Source: an optimization exercise on an open RTL-to-GDS flow (aim: small area). Production flows keep margins and buffers that such runs may drop. Only simulation tests tie the RTL to the original design; equivalence was not proved. Power is estimated from default activity; no workload was simulated.

==> design/flow/design.v <==
module afe_rndsat #(
    parameter W = 26
) (
    input  wire signed [W-1:0] acc,
    input  wire        [4:0]   sh,
    output reg  signed [23:0]  y,
    output reg                 sat
);
    localparam WE = ((W > 32) ? W : 32) + 2;
    wire signed [WE-1:0] ext = {{(WE-W){acc[W-1]}}, acc};
    wire        [WE-1:0] rnd = (sh == 5'd0) ? {WE{1'b0}} : ({{(WE-1){1'b0}}, 1'b1} << (sh - 5'd1));
    wire signed [WE-1:0] sum = ext + $signed(rnd);
    wire signed [WE-1:0] shf = sum >>> sh;
    localparam signed [WE-1:0] MAXV = 8388607;
    localparam signed [WE-1:0] MINV = -8388608;
    always @(*) begin
        if (shf > MAXV) begin
            y   = 24'sh7fffff;
            sat = 1'b1;
        end else if (shf < MINV) begin
            y   = -24'sh800000;
            sat = 1'b1;
        end else begin
            y   = shf[23:0];
            sat = 1'b0;
        end
    end
endmodule
module afe_sinc3 (
    input  wire               clk,
    input  wire               rst,
    input  wire               clr,
    input  wire               run,
    input  wire               bit_valid,
    input  wire               bit_in,
    input  wire        [7:0]  r_m1,
    input  wire        [4:0]  sh,
    output reg                out_valid,
    output reg  signed [23:0] out_y,
    output reg                out_sat
);
    localparam W = 26;
    wire [7:0] r_eff = (r_m1 < 8'd15) ? 8'd15 : r_m1;
    reg signed [W-1:0] i1, i2, i3;
    reg signed [W-1:0] d1, d2, d3;
    reg        [7:0]   cnt;
    reg                dec_pend;
    wire signed [W-1:0] x      = bit_in ? 26'sd1 : -26'sd1;
    wire signed [W-1:0] i1_nxt = i1 + x;
    wire signed [W-1:0] i2_nxt = i2 + i1_nxt;
    wire signed [W-1:0] i3_nxt = i3 + i2_nxt;
    wire signed [W-1:0] c1 = i3 - d1;
    wire signed [W-1:0] c2 = c1 - d2;
    wire signed [W-1:0] c3 = c2 - d3;
    wire signed [23:0] rs_y;
    wire               rs_sat;
    afe_rndsat #(.W(W)) u_rs (.acc(c3), .sh(sh), .y(rs_y), .sat(rs_sat));
    wire take = bit_valid & (run | clr);
    always @(posedge clk) begin
        if (rst) begin
            i1        <= 0;
            i2        <= 0;
            i3        <= 0;
            d1        <= 0;
            d2        <= 0;
            d3        <= 0;
            cnt       <= 8'd0;
            dec_pend  <= 1'b0;
            out_valid <= 1'b0;
            out_y     <= 24'sd0;
            out_sat   <= 1'b0;
        end else begin
            out_valid <= 1'b0;
            if (clr) begin
                d1       <= 0;
                d2       <= 0;
                d3       <= 0;
                dec_pend <= 1'b0;
                if (take) begin
                    i1  <= x;
                    i2  <= x;
                    i3  <= x;
                    cnt <= 8'd1;
                end else begin
                    i1  <= 0;
                    i2  <= 0;
                    i3  <= 0;
                    cnt <= 8'd0;
                end
            end else begin
                if (dec_pend) begin
                    d1        <= i3;
                    d2        <= c1;
                    d3        <= c2;
                    dec_pend  <= 1'b0;
                    out_valid <= 1'b1;
                    out_y     <= rs_y;
                    out_sat   <= rs_sat;
                end
                if (take) begin
                    i1 <= i1_nxt;
                    i2 <= i2_nxt;
                    i3 <= i3_nxt;
                    if (cnt == r_eff) begin
                        cnt      <= 8'd0;
                        dec_pend <= 1'b1;
                    end else begin
                        cnt <= cnt + 8'd1;
                    end
                end
            end
        end
    end
endmodule
module afe_halfband (
    input  wire               clk,
    input  wire               rst,
    input  wire               clr,
    input  wire               in_valid,
    input  wire signed [23:0] in_x,
    input  wire               in_sat,
    input  wire        [4:0]  sh,
    output reg                out_valid,
    output reg  signed [23:0] out_y,
    output reg                out_sat
);
    localparam NT = 15;
    function signed [12:0] coef;
        input integer j;
        case (j)
            0, 14:   coef = -13'sd5;
            2, 12:   coef = 13'sd49;
            4, 10:   coef = -13'sd245;
            6, 8:    coef = 13'sd1225;
            7:       coef = 13'sd2048;
            default: coef = 13'sd0;
        endcase
    endfunction
    reg signed [23:0] dl [0:NT-2];
    reg               ph;
    reg               flag;
    reg signed [39:0] acc;
    integer           j;
    always @(*) begin
        acc = coef(0) * in_x;
        for (j = 1; j < NT; j = j + 1)
            acc = acc + coef(j) * dl[j-1];
    end
    wire signed [23:0] rs_y;
    wire               rs_sat;
    afe_rndsat #(.W(40)) u_rs (.acc(acc), .sh(sh), .y(rs_y), .sat(rs_sat));
    integer k;
    always @(posedge clk) begin
        if (rst || clr) begin
            for (k = 0; k < NT - 1; k = k + 1)
                dl[k] <= 24'sd0;
            ph        <= 1'b0;
            flag      <= 1'b0;
            out_valid <= 1'b0;
            out_y     <= 24'sd0;
            out_sat   <= 1'b0;
        end else begin
            out_valid <= 1'b0;
            if (in_valid) begin
                dl[0] <= in_x;
                for (k = 1; k < NT - 1; k = k + 1)
                    dl[k] <= dl[k-1];
                ph <= ~ph;
                if (ph) begin
                    out_valid <= 1'b1;
                    out_y     <= rs_y;
                    out_sat   <= rs_sat | flag | in_sat;
                    flag      <= 1'b0;
                end else begin
                    flag      <= flag | in_sat;
                end
            end
        end
    end
endmodule
module afe_fir #(
    parameter NT = 64,
    parameter AW = 6
) (
    input  wire               clk,
    input  wire               rst,
    input  wire               clr,
    input  wire               dec2,
    input  wire        [4:0]  sh,
    input  wire               coef_we,
    input  wire [AW-1:0]      coef_addr,
    input  wire signed [19:0] coef_data,
    input  wire               in_valid,
    input  wire signed [23:0] in_x,
    input  wire               in_sat,
    output reg                out_valid,
    output reg  signed [23:0] out_y,
    output reg                out_sat
);
    localparam AccW = 52;
    localparam [AW-1:0] LAST = NT - 1;
    reg signed [19:0] coef [0:NT-1];
    reg signed [23:0] dl   [0:NT-1];
    reg               ph;
    reg               flag;
    reg               busy;
    reg               fin;
    reg [AW-1:0]      idx;
    reg               run_sat;
    reg signed [AccW-1:0] acc;
    wire signed [43:0]     prod    = coef[idx] * dl[idx];
    wire signed [AccW-1:0] acc_nxt = acc + {{(AccW-44){prod[43]}}, prod};
    wire signed [23:0] rs_y;
    wire               rs_sat;
    afe_rndsat #(.W(AccW)) u_rs (.acc(acc), .sh(sh), .y(rs_y), .sat(rs_sat));
    always @(posedge clk) begin
        if (coef_we)
            coef[coef_addr] <= coef_data;
    end
    integer k;
    always @(posedge clk) begin
        if (rst || clr) begin
            for (k = 0; k < NT; k = k + 1)
                dl[k] <= 24'sd0;
            ph        <= 1'b0;
            flag      <= 1'b0;
            busy      <= 1'b0;
            fin       <= 1'b0;
            idx       <= {AW{1'b0}};
            run_sat   <= 1'b0;
            acc       <= {AccW{1'b0}};
            out_valid <= 1'b0;
            out_y     <= 24'sd0;
            out_sat   <= 1'b0;
        end else begin
            out_valid <= 1'b0;
            fin       <= 1'b0;
            if (in_valid) begin
                dl[0] <= in_x;
                for (k = 1; k < NT; k = k + 1)
                    dl[k] <= dl[k-1];
                ph <= ~ph;
                if (!dec2 || ph) begin
                    busy    <= 1'b1;
                    idx     <= {AW{1'b0}};
                    acc     <= {AccW{1'b0}};
                    run_sat <= flag | in_sat;
                    flag    <= 1'b0;
                end else begin
                    flag    <= flag | in_sat;
                end
            end else if (busy) begin
                acc <= acc_nxt;
                idx <= idx + 1'b1;
                if (idx == LAST) begin
                    busy <= 1'b0;
                    fin  <= 1'b1;
                end
            end
            if (fin) begin
                out_valid <= 1'b1;
                out_y     <= rs_y;
                out_sat   <= rs_sat | run_sat;
            end
        end
    end
endmodule
module afe_chain (
    input  wire               clk,
    input  wire               rst,
    input  wire               start,
    input  wire               bit_valid,
    input  wire               bit_in,
    input  wire        [7:0]  sinc_r_m1,
    input  wire               fir_dec,
    input  wire        [4:0]  sh0,
    input  wire        [4:0]  sh1,
    input  wire        [4:0]  sh2,
    input  wire        [4:0]  sh3,
    input  wire               coef_we,
    input  wire        [5:0]  coef_addr,
    input  wire        [19:0] coef_data,
    output wire               y0_valid,
    output wire signed [23:0] y0,
    output wire               y0_sat,
    output wire               y_valid,
    output wire signed [23:0] y,
    output wire               y_sat
);
    reg running;
    always @(posedge clk) begin
        if (rst)
            running <= 1'b0;
        else if (start)
            running <= 1'b1;
    end
    wire               s1_valid, s2_valid;
    wire signed [23:0] s1_y, s2_y;
    wire               s1_sat, s2_sat;
    afe_sinc3 u_sinc (
        .clk(clk), .rst(rst), .clr(start), .run(running),
        .bit_valid(bit_valid), .bit_in(bit_in),
        .r_m1(sinc_r_m1), .sh(sh0),
        .out_valid(y0_valid), .out_y(y0), .out_sat(y0_sat)
    );
    afe_halfband u_hb1 (
        .clk(clk), .rst(rst), .clr(start),
        .in_valid(y0_valid), .in_x(y0), .in_sat(1'b0), .sh(sh1),
        .out_valid(s1_valid), .out_y(s1_y), .out_sat(s1_sat)
    );
    afe_halfband u_hb2 (
        .clk(clk), .rst(rst), .clr(start),
        .in_valid(s1_valid), .in_x(s1_y), .in_sat(s1_sat), .sh(sh2),
        .out_valid(s2_valid), .out_y(s2_y), .out_sat(s2_sat)
    );
    afe_fir #(.NT(64), .AW(6)) u_fir (
        .clk(clk), .rst(rst), .clr(start),
        .dec2(fir_dec), .sh(sh3),
        .coef_we(coef_we), .coef_addr(coef_addr), .coef_data(coef_data),
        .in_valid(s2_valid), .in_x(s2_y), .in_sat(s2_sat),
        .out_valid(y_valid), .out_y(y), .out_sat(y_sat)
    );
endmodule
==> design/flow/run.sh <==
#!/bin/bash
# synth_recipe.tcl (not shown) runs the flow's synth.tcl, then flattens the netlist and writes it again
# the make line also repeats each setting of config.mk as NAME=value (left out here)
make -C /OpenROAD-flow-scripts/flow DESIGN_CONFIG=/design/flow/config.mk WORK_HOME=/design/flow/orfs CLKGATE_MAP_FILE= SYNTH_SCRIPT=/design/flow/synth_recipe.tcl finish
==> design/flow/config.mk <==
export PLATFORM = sky130hd
export DESIGN_NAME = afe_chain
export DESIGN_NICKNAME = afe_chain
export VERILOG_FILES = /design/flow/design.v
export SDC_FILE = /design/flow/constraint.sdc
export NUM_CORES = 4
export LEC_CHECK = 0
export CAP_MARGIN = 20
export CELL_PAD_IN_SITES_DETAIL_PLACEMENT = 1
export CELL_PAD_IN_SITES_GLOBAL_PLACEMENT = 2
export CORE_MARGIN = 2
export CORE_UTILIZATION = 35
export SLEW_MARGIN = 20
==> design/flow/constraint.sdc <==
create_clock -name core_clock -period 15.0 [get_ports {clk}]
set_input_delay 3.0000 -clock core_clock [delete_from_list [all_inputs] [get_ports {clk}]]
set_output_delay 3.0000 -clock core_clock [all_outputs]
set_load 0.01 [all_outputs]
==> results.txt <==
==> through the flow <==
stage | power, mW | utilization, %
detailed placement | 19.6 | 37.1
CTS | 31.4 | 39.2
global route | 32.7 | 39.3
floorplan | 16.9 | -
finish | 31.2 | 39.3
global placement | 19.6 | 37.1
==> layout make-up <==
| class | instances | area, um2 | area share, % |
|---|---|---|---|
| Antenna cell | 11 | 27.5 | 0.00948 |
| Clock buffer | 620 | 12800 | 4.40 |
| Clock inverter | 224 | 2670 | 0.918 |
| Inverter | 2994 | 11200 | 3.87 |
| Multi-Input combinational cell | 17100 | 156000 | 53.6 |
| Sequential cell | 3830 | 89500 | 30.8 |
| Tap cell | 9858 | 12300 | 4.25 |
| Timing Repair Buffer | 694 | 6180 | 2.13 |
==> sequential cells by signal, indices dropped and copies added (netlist names), 6 cells and up, named ones only <==
register and count:
u_fir.dl 1536, u_fir.coef 1280, u_hb1.dl 336, u_hb2.dl 336, u_fir.acc 52, u_sinc.d1 26, u_sinc.d2 26, u_sinc.d3 26
u_sinc.i1 26, u_sinc.i2 26, u_sinc.i3 26, u_fir.out_y 24, u_hb1.out_y 24, u_hb2.out_y 24, u_sinc.out_y 24, u_sinc.cnt 8
u_fir.idx 6
==> per-layer routing <==
layer	track usage, %	up-vias	part of all wire, %
li1	-	86800	-
met3	2.30	877	3.4
met4	4.39	18	2.0
met2	39.3	2900	46
met5	0	-	0.012
met1	35.2	96200	49
==> worst max-delay path, delay by kind of cell (launching register included) <==
| kind | cells | cell delay [ns] |
|---|---|---|
| adders and majority gates | 9 | 3.77 |
| muxes | 1 | 0.63 |
| and+or+nand+nor | 11 | 2.89 |
| buffers and inverters | 8 | 1.38 |
| DFF | 1 | 0.69 |
| AOI/OAI and AO/OA | 19 | 4.24 |
| xor gates and xnor gates | 2 | 0.56 |
==> where the power goes <==
group | total (mW) | internal, mW | switching (mW) | leakage [nW]
logic | 8.76 | 3.13 | 5.63 | 74.5
registers | 10.8 | 10.8 | 0.0472 | 32.1
clock network | 11.6 | 6.66 | 4.93 | 7.54
total | 31.2 | 20.6 | 10.6 | 114
==> logic make-up after synthesis <==
kind of cell               share of synthesized area, %
and+or+nand+nor                                    9.95
buffers and inverters                              6.02
adders and majority gates                          23.5
DFF                                                34.5
AOI/OAI and AO/OA                                  9.39
muxes                                              14.0
xor gates and xnor gates                           2.68
other                                           0.00289
==> final timing paths <==
check	start	to	slack, ns	cells after the start
max	u_fir.idx[4]	u_fir.acc[51]	0.72	50
min	u_hb2.dl[4][17]	u_hb2.dl[5][17]	0.44	2
max reg2reg	u_fir.idx[4]	u_fir.acc[51]	0.72	50
min reg2reg	u_hb2.dl[4][17]	u_hb2.dl[5][17]	0.44	2
==> layout by cell type, fill, tap and decap left out, drive strengths merged, types with 150 or more instances in the layout <==
master / n
a211oi: 150
a21o: 245
a21oi: 801
a221oi: 245
a22o: 224
a22oi: 319
buf: 613
clkbuf: 620
clkinv: 152
dfxtp: 2550
edfxtp: 1280
fa: 1660
ha: 2212
inv: 3007
mux2i: 2512
mux4: 449
nand2: 726
nand2b: 265
nand3: 268
nand4: 175
nor2: 3443
nor3: 373
o21ai: 492
or2: 151
xnor2: 537
xor2: 252
==> what timing repair did <==
action                                  in CTS  in global routing
gates resized for setup                      1                 46
hold endpoints to repair                     0                  0
cloned                                       0                  1
endpoints found under the setup margin       2                 51
setup buffers                                0                 10
pin swaps                                    0                  8
==> metrics list <==
* Filler-free cell count of the finished design: 35.3k
- Slowest-stage cell, CP: sky130_fd_sc_hd__dfxtp_1
- Clock root cell: sky130_fd_sc_hd__clkbuf_16
* DPL Wire Length: 683000 um
- Number of core rows: 316
- FILL cells: 80.8k
- The core region is 0.740 mm2.
- VDD sags by at most 0.000252 V.
* Crit share post-route: 95.2%
* Clock network latency to the later pin of the worst-skew pair: 1.12 ns
- Global-route congestion overflow total: 0
- For this run, design rule violations remaining after detail routing come to 0.
- Post-synth top flop: sky130_fd_sc_hd__dfxtp_1
- Worst setup margin: 0.721 ns
- The number of pins with negative max-slew slack in the final report was 0.
- Summing every instance area after synthesis gives 0.259 mm2.
* Die ar.: 0.748 mm2
- Leakage: 114 nW
- Counting flops and latches in the post-synthesis netlist gives 3830.
- Largest cells by area after synthesis: sky130_fd_sc_hd__dfxtp_1 (20%), sky130_fd_sc_hd__edfxtp_1 (15%), sky130_fd_sc_hd__fa_1 (13%)
* Hold_buf cts: 0
- Proportion of synthesized chip area in sequential cells: 34.5%
- After layout, the minimum clock period comes to 14.28 ns.
- For this configuration, the core starts out at a cell density of 35.1%.
- Number of nets at the end of the flow: 29.0k
- Area growth from synthesis to layout: 12.0%
* Max Clock Skew: 0.127 ns
- In this run the tightest slew margin relative to its limit is 19.3%.
- Max incr delay on CP: 0.69 ns
- For the pin with the worst max-slew slack, the measured transition is 1.21 ns.
- In this run the mean area of a mapped cell was 10.3 um2.
- The top cell type by area accounts for 19.7% of the synthesized area.
- In this run the count of I/O pins placed on the die edge is 113.
* Status: finished clean
* Starting DRC count in detailed routing: 11.6k
- Final Wtd Congestion: 0.835
- Class of the most critical setup path: flop to flop
* Most frequent cell after synthesis: sky130_fd_sc_hd__nor2_1
* Final instance area: 0.291 mm2
- Pre-CTS setup slack: 0.0325 ns
- The clock tree synthesis step divided the H-tree into 5 levels.
- Setup TNS: 0 ns
- Class of the tightest hold or removal check: flop to flop
* Initial antenna violation count: 48
* Number of warnings printed during yosys synthesis: 9
- Largest net degree at the start of global routing: 208
- STA classifies the critical path startpoint as a flop.
- Number of different library cells in the post-synthesis netlist: 109
- Derived from the worst setup path, the maximum achievable clock frequency is 70.0 MHz.
* Global-route wire length before repair: 1360000 um
- Mapped Cells: 25.1k
* Required arrival time at the worst endpoint: 15.98 ns
- Chip height: 865 um
* Maximum net fanout on the critical path: 16
- The die is 865 um wide.
- Worst-case hold slack: 0.442 ns
- Cell area power density: 107 mW/mm2
- Total Routed Length: 923000 um
* Via count of the first global-routing pass: 196k
* Cts bufs inserted: 457
* Hold Fails Final Rpt: 0
- The detail route stage leaves a number of antenna-violating nets equal to 0.
* Clk sinks: 3830
* Number of endpoints failing setup at the final stage: 0
- The clock passes through at most 4 buffers.
- Counting flops with a built-in enable in the synthesized netlist gives 1280.
- Number of detailed-routing iterations run before antenna repair: 8
* Maxcap violations: 0
* Per-cell routed wire length: 26.1 um
* GRT Resource Usage Total: 24.1%
- Proportion of register bits with asynchronous set or reset after synthesis: 0%
- CTS tree: done
- Vias after detailed routing: 187k
- Buffers placed on the I/O ports in this run total 112.
- Post-placement cell area: 0.275 mm2
- In this run, placement finished with an instance count of 34.5k.
- CP Capture Type: flop
- Synth area leader: sky130_fd_sc_hd__dfxtp_1
- Critical path data arrival time: 15.26 ns
- Ranked by instance count, the synthesized netlist is headed by sky130_fd_sc_hd__nor2_1 (3443), sky130_fd_sc_hd__inv_1 (2983), sky130_fd_sc_hd__dfxtp_1 (2550).
- Vias per cell: 5.29
* Clock Pin Slew Worst Setup and Hold Paths: 0.06 ns
- In the final layout, the share of cells above drive strength 1 is 9.17%.

## static timing again, ports no longer ideal
Ports are ideal in the flow. The routed layout listed here was re-timed in OpenROAD. Step 1, drivers: a clkbuf_16 drives clk and a buf_2 each remaining input, both assumed. Step 2 moves the port delays by t, midway between the first and last clock arrival at a register: inputs arrive t later, outputs are due t later. That takes back most of the time a late clock gives input paths. Slacks: ideal ports / drivers / drivers and shift; pairs: ideal ports / drivers.
shift t [ns]: 1.201
slack for setup (ns): 0.721 / 0.721 / 0.721
worst setup path after step 2: register to register
After both steps this run still meets setup and hold. The setup slack of this run moves by 0.000 ns with the drivers and by 0.000 ns with both steps.
